Context: an optimization exercise on an open-source flow, tuned for small area, a short achievable clock period and few clock cycles per item. The choices shown serve that exercise and are no tape-out recipe.
In this exercise RTL edits were held to simulation tests only and were not proved equivalent to the original.
Power figures rest on the tool's default switching activity, not on a simulated workload.

File: flow/design.v
module kf_tss_check (
    input  wire         clk,
    input  wire         rst,
    input  wire         in_valid,
    output wire         in_ready,
    input  wire         in_seq_stopped,
    input  wire         in_pin_owned,
    input  wire [31:0]  in_period,
    input  wire [319:0] in_entry,
    output reg          out_valid,
    output reg  [15:0]  out_status,
    output reg  [3:0]   out_field
);
    localparam [15:0] ST_OK                 = 16'h0000;
    localparam [15:0] ST_SLOT_CODE          = 16'h0106;
    localparam [15:0] ST_EDGE_BEYOND_PERIOD = 16'h0107;
    localparam [15:0] ST_EDGE_SPACING       = 16'h0108;
    localparam [15:0] ST_STROBE_ORDER       = 16'h0109;
    localparam [15:0] ST_SEQ_STATE          = 16'h0200;
    localparam [15:0] ST_PIN_UNASSIGNED     = 16'h0201;
    localparam [15:0] ST_PERIOD_EMPTY       = 16'h0202;
    localparam [3:0]  F_NONE                = 4'd15;
    assign in_ready = 1'b1;
    reg         r_valid;
    reg         r_stopped;
    reg         r_owned;
    reg [31:0]  r_period;
    reg [319:0] r_entry;
    always @(posedge clk) begin
        if (rst) begin
            r_valid <= 1'b0;
        end else begin
            r_valid <= in_valid;
        end
        if (in_valid) begin
            r_stopped <= in_seq_stopped;
            r_owned   <= in_pin_owned;
            r_period  <= in_period;
            r_entry   <= in_entry;
        end
    end
    wire [31:0] off  [0:7];
    wire [15:0] slot [0:3];
    genvar g;
    generate
        for (g = 0; g < 8; g = g + 1) begin : g_off
            assign off[g] = r_entry[32*g +: 32];
        end
        for (g = 0; g < 4; g = g + 1) begin : g_slot
            assign slot[g] = r_entry[256 + 16*g +: 16];
        end
    endgenerate
    reg [3:0] slot_bad;
    integer i, k;
    always @(*) begin
        for (i = 0; i < 4; i = i + 1) begin
            slot_bad[i] = 1'b0;
            for (k = 0; k < 6; k = k + 1)
                if (slot[i][2*k +: 2] == 2'b11)
                    slot_bad[i] = 1'b1;
            if (slot[i][15:14] == 2'b11)
                slot_bad[i] = 1'b1;
            if (slot[i][13:12] == 2'b00 && slot[i][15:14] != 2'b00)
                slot_bad[i] = 1'b1;
        end
    end
    reg       c5_fail;
    reg [1:0] c5_slot;
    always @(*) begin
        c5_fail = 1'b0;
        c5_slot = 2'd0;
        for (i = 3; i >= 0; i = i - 1)
            if (slot_bad[i]) begin
                c5_fail = 1'b1;
                c5_slot = i[1:0];
            end
    end
    reg [7:0] used;
    always @(*) begin
        for (k = 0; k < 6; k = k + 1) begin
            used[k] = 1'b0;
            for (i = 0; i < 4; i = i + 1)
                if (slot[i][2*k +: 2] != 2'b00)
                    used[k] = 1'b1;
        end
        used[6] = 1'b1;
        used[7] = 1'b0;
        for (i = 0; i < 4; i = i + 1)
            if (slot[i][15:14] == 2'b01 || slot[i][15:14] == 2'b10)
                used[7] = 1'b1;
    end
    reg       c6_fail;
    reg [2:0] c6_off;
    always @(*) begin
        c6_fail = 1'b0;
        c6_off  = 3'd0;
        for (k = 7; k >= 0; k = k - 1)
            if (used[k] && off[k] >= r_period) begin
                c6_fail = 1'b1;
                c6_off  = k[2:0];
            end
    end
    reg        c7_bad  [0:3];
    reg [1:0]  c7_edge [0:3];
    reg        have_prev;
    reg [31:0] prev_off;
    always @(*) begin
        for (i = 0; i < 4; i = i + 1) begin
            c7_bad[i]  = 1'b0;
            c7_edge[i] = 2'd0;
            have_prev  = 1'b0;
            prev_off   = 32'd0;
            for (k = 0; k < 4; k = k + 1)
                if (slot[i][2*k +: 2] != 2'b00) begin
                    if (have_prev && !c7_bad[i] &&
                        {1'b0, off[k]} < {1'b0, prev_off} + 33'd1024) begin
                        c7_bad[i]  = 1'b1;
                        c7_edge[i] = k[1:0];
                    end
                    have_prev = 1'b1;
                    prev_off  = off[k];
                end
        end
    end
    reg       c7_fail;
    reg [1:0] c7_off;
    always @(*) begin
        c7_fail = 1'b0;
        c7_off  = 2'd0;
        for (i = 3; i >= 0; i = i - 1)
            if (c7_bad[i]) begin
                c7_fail = 1'b1;
                c7_off  = c7_edge[i];
            end
    end
    reg c8_fail;
    always @(*) begin
        c8_fail = 1'b0;
        for (i = 0; i < 4; i = i + 1)
            if (slot[i][9:8] != 2'b00 && slot[i][11:10] != 2'b00 &&
                {1'b0, off[5]} < {1'b0, off[4]} + 33'd2048)
                c8_fail = 1'b1;
    end
    reg c9_fail;
    always @(*) begin
        c9_fail = 1'b0;
        for (i = 0; i < 4; i = i + 1)
            if ((slot[i][15:14] == 2'b01 || slot[i][15:14] == 2'b10) &&
                {1'b0, off[7]} < {1'b0, off[6]} + 33'd1024)
                c9_fail = 1'b1;
    end
    reg [15:0] status;
    reg [3:0]  field;
    always @(*) begin
        if (!r_stopped) begin
            status = ST_SEQ_STATE;          field = F_NONE;
        end else if (!r_owned) begin
            status = ST_PIN_UNASSIGNED;     field = F_NONE;
        end else if (r_period == 32'd0) begin
            status = ST_PERIOD_EMPTY;       field = F_NONE;
        end else if (c5_fail) begin
            status = ST_SLOT_CODE;          field = {2'b10, c5_slot};
        end else if (c6_fail) begin
            status = ST_EDGE_BEYOND_PERIOD; field = {1'b0, c6_off};
        end else if (c7_fail) begin
            status = ST_EDGE_SPACING;       field = {2'b00, c7_off};
        end else if (c8_fail) begin
            status = ST_EDGE_SPACING;       field = 4'd5;
        end else if (c9_fail) begin
            status = ST_STROBE_ORDER;       field = 4'd7;
        end else begin
            status = ST_OK;                 field = F_NONE;
        end
    end
    always @(posedge clk) begin
        if (rst) begin
            out_valid  <= 1'b0;
            out_status <= ST_OK;
            out_field  <= F_NONE;
        end else begin
            out_valid  <= r_valid;
            if (r_valid) begin
                out_status <= status;
                out_field  <= field;
            end
        end
    end
endmodule
File: flow/run.sh
#!/bin/bash
# synth_recipe.tcl (not shown) runs the flow's synth.tcl, then flattens the netlist and writes it again
# the make line also repeats each setting of config.mk as NAME=value (left out here)
make -C /OpenROAD-flow-scripts/flow DESIGN_CONFIG=/design/flow/config.mk WORK_HOME=/design/flow/orfs CLKGATE_MAP_FILE= SYNTH_SCRIPT=/design/flow/synth_recipe.tcl finish
File: flow/config.mk
export PLATFORM = sky130hd
export DESIGN_NAME = kf_tss_check
export DESIGN_NICKNAME = kf_tss_check
export VERILOG_FILES = /design/flow/design.v
export SDC_FILE = /design/flow/constraint.sdc
export NUM_CORES = 4
export LEC_CHECK = 0
export CAP_MARGIN = 20
export CORE_MARGIN = 2
export CORE_UTILIZATION = 40
export PLACE_DENSITY = 0.6
export SLEW_MARGIN = 20
File: flow/constraint.sdc
create_clock -name core_clock -period 7.0 [get_ports {clk}]
set_input_delay 1.4000 -clock core_clock [delete_from_list [all_inputs] [get_ports {clk}]]
set_output_delay 1.4000 -clock core_clock [all_outputs]
set_load 0.01 [all_outputs]
==> metrics.md, run 1 <==
| Metric | Value |
|---|---|
| Outcome | `complete, no violations` |
| Hold Vio Cnt, Final | `0` |
| Final Core Density | `47.9%` |
| Clk sinks | `366` |
| Max Cap Viol | `0` |
| Hold buffers post-CTS | `0` |
| Via count | `34800` |
| Final nets | `5530` |
| Max Transition Viols Final | `0` |
| Required @ worst endpoint | `7.55 ns` |
| Tightest Pin Transition | `1.23 ns` |
| Area growth syn-to-layout | `19.2%` |
| Internal power | `0.00517 W` |
| Largest net degree at the start of global routing | `129` |
| Period utilisation layout | `92.4%` |
| CP max FO | `32` |
| TritonCTS Buffers | `43` |
| Post-detail-place hpwl | `128 mm` |
| Clock insertion delay at the later pin of the skew report | `0.66 ns` |
| Longest Clk Path Bufs | `3` |
| Startpoint Class | `register` |
| Min Clock Period, post-route | `6.47 ns` |
| Reg area | `10900 µm²` |
| Reg2reg path depth | `17` |
| Tot GR Track Use | `32.6%` |
| Core Box Area | `91200 µm²` |
| Psw | `0.00322 W` |
| Max_slew headroom | `16.9%` |
| Worst path slowest cell | `nor4_1` |
| Hold crit path type | `reg2reg` |
| Die extent in x | `307 µm` |
| Area of the die | `94100 µm²` |
| Min-delay src | `out_status[1]` |
| Core Rows | `111` |
| VDD IR max | `0.207 mV` |
| RePlAce Congestion | `1.05` |
| First-pass GRT wire length | `225 mm` |
| Vias in the first global route | `33700` |
| Placement Cell Area | `42200 µm²` |
| Final instance area | `43700 µm²` |
| CP arrival | `7.02 ns` |
| Port bufs | `367` |
| Die height | `307 µm` |
| Crit Reg-Reg Endpoint | `out_field[3]` |
| CTS tree | `yes` |
| Footprint of the multi-input gates | `24700 µm²` |
| R2R setup slack | `0.53 ns` |
| Initial Utilization | `40.2%` |
| WL/cell | `27.6 µm` |
| Async S/R FF share, synth | `0%` |
| Fmax | `155 MHz` |
| Grt total ovfl | `0` |
| Syn Std Cell Area | `36600 µm²` |
| 1st-pass router iterations | `9` |
| Worst hold slack | `0.481 ns` |
| ANT nets after route | `0` |
| Number of enable flip-flop cells after synthesis | `354` |
| Routed vias/inst | `6.12` |
| Htree depth | `2` |
| Initial antenna violation count | `20` |
| CP Capture Type | `register` |
| Ports | `379` |
| Synth Warn # | `3` |
| Post-synth cell types | `95` |
| Leak Pwr | `17.7 nW` |
| Fin Setup TNS | `0 ns` |
| 1st-iter DRT viols | `3713` |
| Worst Hold Path Cells | `2` |
| Post-route DRC violation count | `0` |
| Sequential Power Share | `34.6%` |
| Clk_skew | `0.0496 ns` |
| Setup ws final | `0.531 ns` |
| Worst Path Buf+Inv | `1` |
| Share of cells above drive strength 1 | `5.67%` |
| Hold EP | `out_status[1]` |
| Power share of the combinational group | `37.2%` |
| CP Class | `reg2reg` |
| Critical R2R Launch | `r_entry[307]` |
| Cell Pwr Density | `192 nW/µm²` |
| Fillers | `8652` |
| CP startpoint | `r_entry[307]` |
| DP Worst Slack | `0.523 ns` |
| WL final | `157 mm` |
| CP max stage delay | `0.70 ns` |
| Cell family with most CP delay | `simple AND/OR/NAND/NOR gates` |
| RSZ-0062 raised after global routing | `false` |
| Mean Syn Cell Area | `9.01 µm²` |
| Cell Chain, Critical Path | `or2_2, o41ai_1, nand3_1, nor4_1, o21ai_0, xor2_1, ha_1, and4_1, nand2_1, or3_1, a2111oi_0, buf_4, o32a_1, nand2_1, or4_1, or3_1, a21oi_1` |
| Post-synthesis cell count | `4069` |
| FF+latch count, synth | `366` |
| Net Sw Frac | `38.4%` |
| Clock Pin Slew Worst Setup and Hold Paths | `0.06 ns` |
| Root Buffer | `clkbuf_16` |
| Most used DFF post-synth | `edfxtp_1` |
| Sequential share of the synthesized area | `29.7%` |
| Final setup viols | `0` |
| Clock power share | `28.2%` |
==> tightest hold or removal path, stage by stage, from the launching register on <==
cell	delay (ns)
dfxtp_1	0.31
nand2_1	0.06
a21oi_1	0.06
==> cells in the final DEF (no fill, tap or decap), types with 39 or more instances in the layout <==
cell type and count:
o21ai_0 256, a21oi_1 323, a22oi_1 42, nor2_1 305, buf_4 142, nor3_1 81
nand2_1 461, clkbuf_16 43, xnor2_1 141, xor2_1 125, nand4_1 117, nand3_1 122
nor4_1 42, edfxtp_1 354, a31oi_1 39, a21o_1 62, o21a_1 52, inv_1 113
ha_1 708, clkdlybuf4s50_1 366, a211oi_1 54
==> per-layer routing <==
metal,vias up,part of all wire [%],track usage (%),wire [µm]
li1,16200,-,-,-
met1,16600,41,41.8,64100
met2,1609,44,50.7,68400
met3,350,9.0,6.92,14100
met4,26,6.5,18.6,10200
met5,-,0.10,0,157
==> sequential cells by signal, indices dropped and copies added (netlist names) <==
signal / cells
out_field: 4
out_status: 6
r_period: 32
r_valid: 1
r_entry: 320
out_valid: 1
r_stopped: 1
r_owned: 1
==> metrics by stage <==
step | instances | total power [W]
detailed placement | 5606 | 0.00597
global route | 5687 | 0.00884
CTS | 5684 | 0.00838
finish | 5689 | 0.00840
floorplan | 4078 | 0.00464
global placement | 5606 | 0.00594
==> synthesized netlist by cell type, drive strengths merged, types with 8 or more instances <==
cell,count,area [µm²]
nor2b,26,163
o22ai,19,119
a211o,10,87.6
a21oi,323,1620
nand2,461,1730
o31ai,21,158
ha,708,8860
or2,24,150
buf,66,372
nand3,122,611
or4,12,93.8
clkbuf,103,388
a211oi,58,445
a2111oi,19,166
nand4,117,732
inv,113,424
and2,15,96.4
xor2,125,1090
o21ai,258,1300
o31a,13,114
o2111ai,18,158
o21a,52,390
nor4,42,263
nor2,313,1180
nand2b,35,219
dfxtp,12,240
a21o,62,465
and3,32,200
edfxtp,354,10600
mux2i,11,110
xnor2,141,1230
and4,14,123
o211ai,36,270
a31oi,39,244
a22oi,42,315
or3,26,168
nand3b,8,63.8
a21boi,13,97.6
a221oi,15,131
nor3,82,415
==> what timing repair did <==
action	in CTS	in global routing
buffers inserted	0	0
resized for setup	0	1
setup endpoints to repair	0	1
==> power by group through the flow <==
stage | registers [W] | clock network (W) | logic, W
5_1_grt | 0.00291 | 0.00250 | 0.00343
3_5_place_dp | 0.00293 | 0 | 0.00304
3_3_place_gp | 0.00293 | 0 | 0.00301
2_1_floorplan | 0.00278 | 0 | 0.00186
6_report | 0.00290 | 0.00237 | 0.00312
4_1_cts | 0.00289 | 0.00243 | 0.00305
==> cell type report <==
type                    instances  share of cell area [%]
multi-input cells            3429                    56.5
diodes                          5                  0.0286
inverters                     114                   0.980
well taps                    1186                    3.40
clock buffers                  54                    2.56
clock inverters                24                   0.733
flip-flops and latches        366                    24.9
repair buffers                511                    11.0
==> how the worst max path moves through the flow <==
stage | cells past startpoint | endpoint
floorplan | 27 | out_field[3]
global placement | 23 | out_field[3]
detailed placement | 23 | out_field[3]
CTS | 23 | out_field[3]
global route | 25 | out_status[0]
finish | 17 | out_field[3]
==> logic make-up after synthesis <==
family	count (synthesis)	synth area share, %
xor gates and xnor gates	266	6.36
buffers and inverters	283	3.24
DFF	366	29.7
other	2	0.0205
muxes	12	0.331
AOI/OAI and AO/OA	1084	18.8
and+or+nand+nor	1348	17.4
adders and majority gates	708	24.2
Testbench counts, summed over its fixed seeds: cycles 24,016, items 24,000.
==> run 2: changes to the inputs <==
--- a/flow/design.v
+++ b/flow/design.v
@@ -7,9 +7,9 @@
     input  wire         in_pin_owned,
     input  wire [31:0]  in_period,
     input  wire [319:0] in_entry,
-    output reg          out_valid,
-    output reg  [15:0]  out_status,
-    output reg  [3:0]   out_field
+    output wire         out_valid,
+    output wire [15:0]  out_status,
+    output wire [3:0]   out_field
 );
     localparam [15:0] ST_OK                 = 16'h0000;
     localparam [15:0] ST_SLOT_CODE          = 16'h0106;
@@ -21,24 +21,10 @@
     localparam [15:0] ST_PERIOD_EMPTY       = 16'h0202;
     localparam [3:0]  F_NONE                = 4'd15;
     assign in_ready = 1'b1;
-    reg         r_valid;
-    reg         r_stopped;
-    reg         r_owned;
-    reg [31:0]  r_period;
-    reg [319:0] r_entry;
-    always @(posedge clk) begin
-        if (rst) begin
-            r_valid <= 1'b0;
-        end else begin
-            r_valid <= in_valid;
-        end
-        if (in_valid) begin
-            r_stopped <= in_seq_stopped;
-            r_owned   <= in_pin_owned;
-            r_period  <= in_period;
-            r_entry   <= in_entry;
-        end
-    end
+    wire        r_stopped = in_seq_stopped;
+    wire        r_owned   = in_pin_owned;
+    wire [31:0] r_period  = in_period;
+    wire [319:0] r_entry  = in_entry;
     wire [31:0] off  [0:7];
     wire [15:0] slot [0:3];
     genvar g;
@@ -172,17 +158,15 @@
             status = ST_OK;                 field = F_NONE;
         end
     end
+    reg       o_valid;
+    reg [5:0] o_status;    
+    reg [3:0] o_field;
     always @(posedge clk) begin
-        if (rst) begin
-            out_valid  <= 1'b0;
-            out_status <= ST_OK;
-            out_field  <= F_NONE;
-        end else begin
-            out_valid  <= r_valid;
-            if (r_valid) begin
-                out_status <= status;
-                out_field  <= field;
-            end
-        end
+        o_valid  <= in_valid & ~rst;
+        o_status <= {status[9:8], status[3:0]};
+        o_field  <= field;
     end
+    assign out_valid  = o_valid;
+    assign out_status = {6'd0, o_status[5:4], 4'd0, o_status[3:0]};
+    assign out_field  = o_field;
 endmodule
==> run 2 against run 1 <==
Net effect:
- hold slack improved by 1.2 ns
- still clean on timing, DRC and antenna
- count of clock-buffer cells in the layout decreased by 50
- critical path depth increased by 14
- fmax decreased by 5.3%
- clock power decreased by 95%
- combinational power decreased by 25%
- global-route usage increased by 5.4 points
- die area decreased by 29%
- critical path type is now in2reg
- core utilization increased by 4.0 points
- highest routed layer unchanged
==> metrics.md, run 2 <==
| Metric | Value |
|---|---|
| RePlAce Congestion | `1.06` |
| Fmax | `146 MHz` |
| Outcome | `complete, no violations` |
| Htree depth | `1` |
| Final setup viols | `0` |
| Area growth syn-to-layout | `27.6%` |
| Ports | `379` |
| Most common cell in the netlist | `ha_1` |
| Post-synth cell types | `111` |
| 1st-pass router iterations | `8` |
| Max Transition Viols Final | `0` |
| Final Non-Filler Cells | `5058` |
| Longest Clk Path Bufs | `2` |
| CP arrival | `7.02 ns` |
| Min Clock Period, post-route | `6.83 ns` |
| Via count | `31100` |
| Post-synthesis cell count | `3600` |
| Largest net degree at the start of global routing | `33` |
| Port bufs | `367` |
| Clock Pin Slew Worst Setup and Hold Paths | `0.04 ns` |
| Initial Utilization | `40.7%` |
| CTS tree | `yes` |
| Internal power | `0.00112 W` |
| Hold Vio Cnt, Final | `0` |
| Post-detail-place hpwl | `112 mm` |
| CP most frequent cell | `buf_4` |
| WL/cell | `26.0 µm` |
| Net Sw Frac | `55.5%` |
| CP max FO | `11` |
| Tot GR Track Use | `37.9%` |
| Die height | `258 µm` |
| Area of the die | `66400 µm²` |
| Period utilisation layout | `97.6%` |
| Mean Syn Cell Area | `7.15 µm²` |
| Sequential Power Share | `2.7%` |
| Number of enable flip-flop cells after synthesis | `0` |
| Leak Pwr | `15.0 nW` |
| Vias in the first global route | `29700` |
| Max FFs per register | `6` |
| Synth top area cells | `ha_1, nand2_1, a21oi_1` |
| Power, Total | `0.00251 W` |
| Die extent in x | `258 µm` |
| Core Box Area | `63300 µm²` |
| ANT nets after route | `0` |
| VDD IR max | `0.0874 mV` |
| Synth area leader | `ha_1` |
| Cell Pwr Density | `76.5 nW/µm²` |
| Synth Warn # | `3` |
| Most flop-heavy register | `o_status` |
| Hold buffers post-CTS | `0` |
| 1st-iter DRT viols | `3014` |
| CP max stage delay | `0.51 ns` |
| Tightest Pin Transition | `1.09 ns` |
| CP Class | `in2reg` |
| Worst path slowest cell | `a2111oi_1` |
| Psw | `0.00139 W` |
| TritonCTS Buffers | `3` |
| Grt total ovfl | `0` |
| Required @ worst endpoint | `7.19 ns` |
| Top cells by count, synth | `ha_1, nand2_1, a21oi_1` |
| Async S/R FF share, synth | `0%` |
| Cells after DPL | `5043` |
| Share of cells above drive strength 1 | `11.4%` |
| Clock power share | `4.3%` |
| Initial antenna violation count | `9` |
| Synth top area share | `34.3%` |
| Routed vias/inst | `6.14` |
| FF+latch count, synth | `11` |
| Syn Std Cell Area | `25700 µm²` |
| WL final | `131 mm` |
| Hold crit path type | `in2reg` |
| Clk sinks | `11` |
| Final nets | `5267` |
| Power share of the combinational group | `93.1%` |
| Core Rows | `92` |
| Commonest non-fill, non-tap cell in the layout | `ha_1` |
| Most used DFF post-synth | `dfxtp_1` |
| Root Buffer | `clkbuf_16` |
| CP Capture Type | `register` |
| Worst hold slack | `1.71 ns` |
| Sequential share of the synthesized area | `0.856%` |
| Max Cap Viol | `0` |
| Most frequent cells in the layout | `ha_1, nand2_1, buf_4` |
| Startpoint Class | `input pin` |
| Max_slew headroom | `26.2%` |
| Largest regs | `o_status x6, o_field x4, o_valid x1` |
| First-pass GRT wire length | `191 mm` |
| Post-route DRC violation count | `0` |
-- run 2: changes by cell type after synthesis, moves of 16 or more --
| cell | before | now |
|---|---|---|
| edfxtp_1 | 354 | 0 |
| a21o_1 | 62 | 108 |
| o21ai_0 | 256 | 224 |
| clkbuf_1 | 102 | 78 |
| nor3_1 | 81 | 58 |
| nand2_1 | 461 | 439 |
| xnor2_1 | 141 | 120 |
| nand3_1 | 122 | 103 |
| o211ai_1 | 36 | 20 |
-- run 2: path summary, 6_finish.rpt --
path	start	to	cells past startpoint	slack [ns]
max	in_entry[259]	o_field[1]	31	0.17
min	rst	o_valid	2	1.71
-- run 2: final cells by class --
class                      instances  area, µm²
fill                            6435      30500
multi-input combinational       3324      24500
timing repair buffer             746       6550
tap                              846       1060
inverter                         118        443
sequential                        11        220
clock buffer                       4       78.8
antenna                            9       22.5
-- run 2: per-stage QoR --
stage          worst slack [ns]  setup TNS [ns]  utilization [%]  area [µm²]
3_5_place_dp             -0.127          -0.416             51.5       32600
6_report                  0.168               0             51.9       32800
5_1_grt                 -0.0125         -0.0125             51.8       32800
3_3_place_gp             -0.177          -0.442             51.5       32600
4_1_cts                   0.108               0             51.6       32700
2_1_floorplan             0.185               0                -       25800
-- run 2: kinds of logic (layout without fill, tap and decap cells) --
| logic type | Yosys count | count (layout) | synth area share, % |
|---|---|---|---|
| compound gates | 1066 | 1066 | 27.1 |
| xor+xnor | 256 | 256 | 8.71 |
| fa+ha+maj | 706 | 706 | 34.3 |
| buf+inv | 274 | 868 | 4.69 |
| flops | 11 | 11 | 0.856 |
| mux | 6 | 6 | 0.233 |
| other cells | 2 | 20 | 0.0292 |
| simple gates | 1279 | 1279 | 24.0 |
-- run 2: worst max-delay path: cells and delay by family --
| family | cells | cell delay, ns |
|---|---|---|
| compound gates | 11 | 2.30 |
| xor+xnor | 1 | 0.15 |
| fa+ha+maj | 2 | 0.43 |
| buf+inv | 7 | 1.34 |
| simple gates | 10 | 1.38 |
-- run 2: repair_timing --
item | in CTS | in global routing
endpoints found under the setup margin | 0 | 7
setup buffers | 0 | 2
resized for setup | 0 | 39
-- run 2: power groups by stage --
stage               Sequential [W]  Combinational (W)  Clock, W
finish                   0.0000672            0.00234  0.000107
CTS                      0.0000672            0.00227  0.000107
global placement         0.0000682            0.00225         0
detailed placement       0.0000683            0.00226         0
global route             0.0000674            0.00254  0.000110
floorplan                0.0000699            0.00125         0
-- run 2: layer usage --
layer | vias to the layer above | part of all wire, % | global-route usage [%]
li1 | 14700 | - | -
met1 | 14600 | 43 | 50.0
met2 | 1487 | 44 | 62.0
met3 | 254 | 8.7 | 5.99
met4 | 2 | 4.4 | 14.3
met5 | - | 0.0099 | 0
Testbench counts of run 2, summed over its fixed seeds: cycles 24,008, items 24,000.

what the ideal ports hide:
The results above use ideal ports. As a check the final layouts listed here were re-extracted and re-timed, cells and wires unchanged. Step 1: set_driving_cell puts a clkbuf_16 on clk and a buf_2 on each other input, an assumption about the parent block. Step 2, shift: input delay + t, output delay - t, t = (earliest + latest rising clock arrival at the registers) / 2. This alone moves slack from input paths to output paths. Slacks: no drivers / after step 1 / after step 2; pairs: no drivers / after step 1.
run	shift t [ns]	slack for setup (ns)	hold slack, ns	worst setup path at the end	worst slew at a driven data input, ns
run 1	0.715	0.531 / 0.531 / 0.531	0.481 / 0.481 / 0.481	register to register	0.09
run 2	0.272	0.168 / 0.173 / -0.098	1.708 / 1.717 / 1.988	input to register	0.12
Met with ideal ports but missed after step 2: setup timing in run 2. For run 2, which loses most, drivers alone change the setup slack by +0.005 ns; drivers and shift together by -0.266 ns.
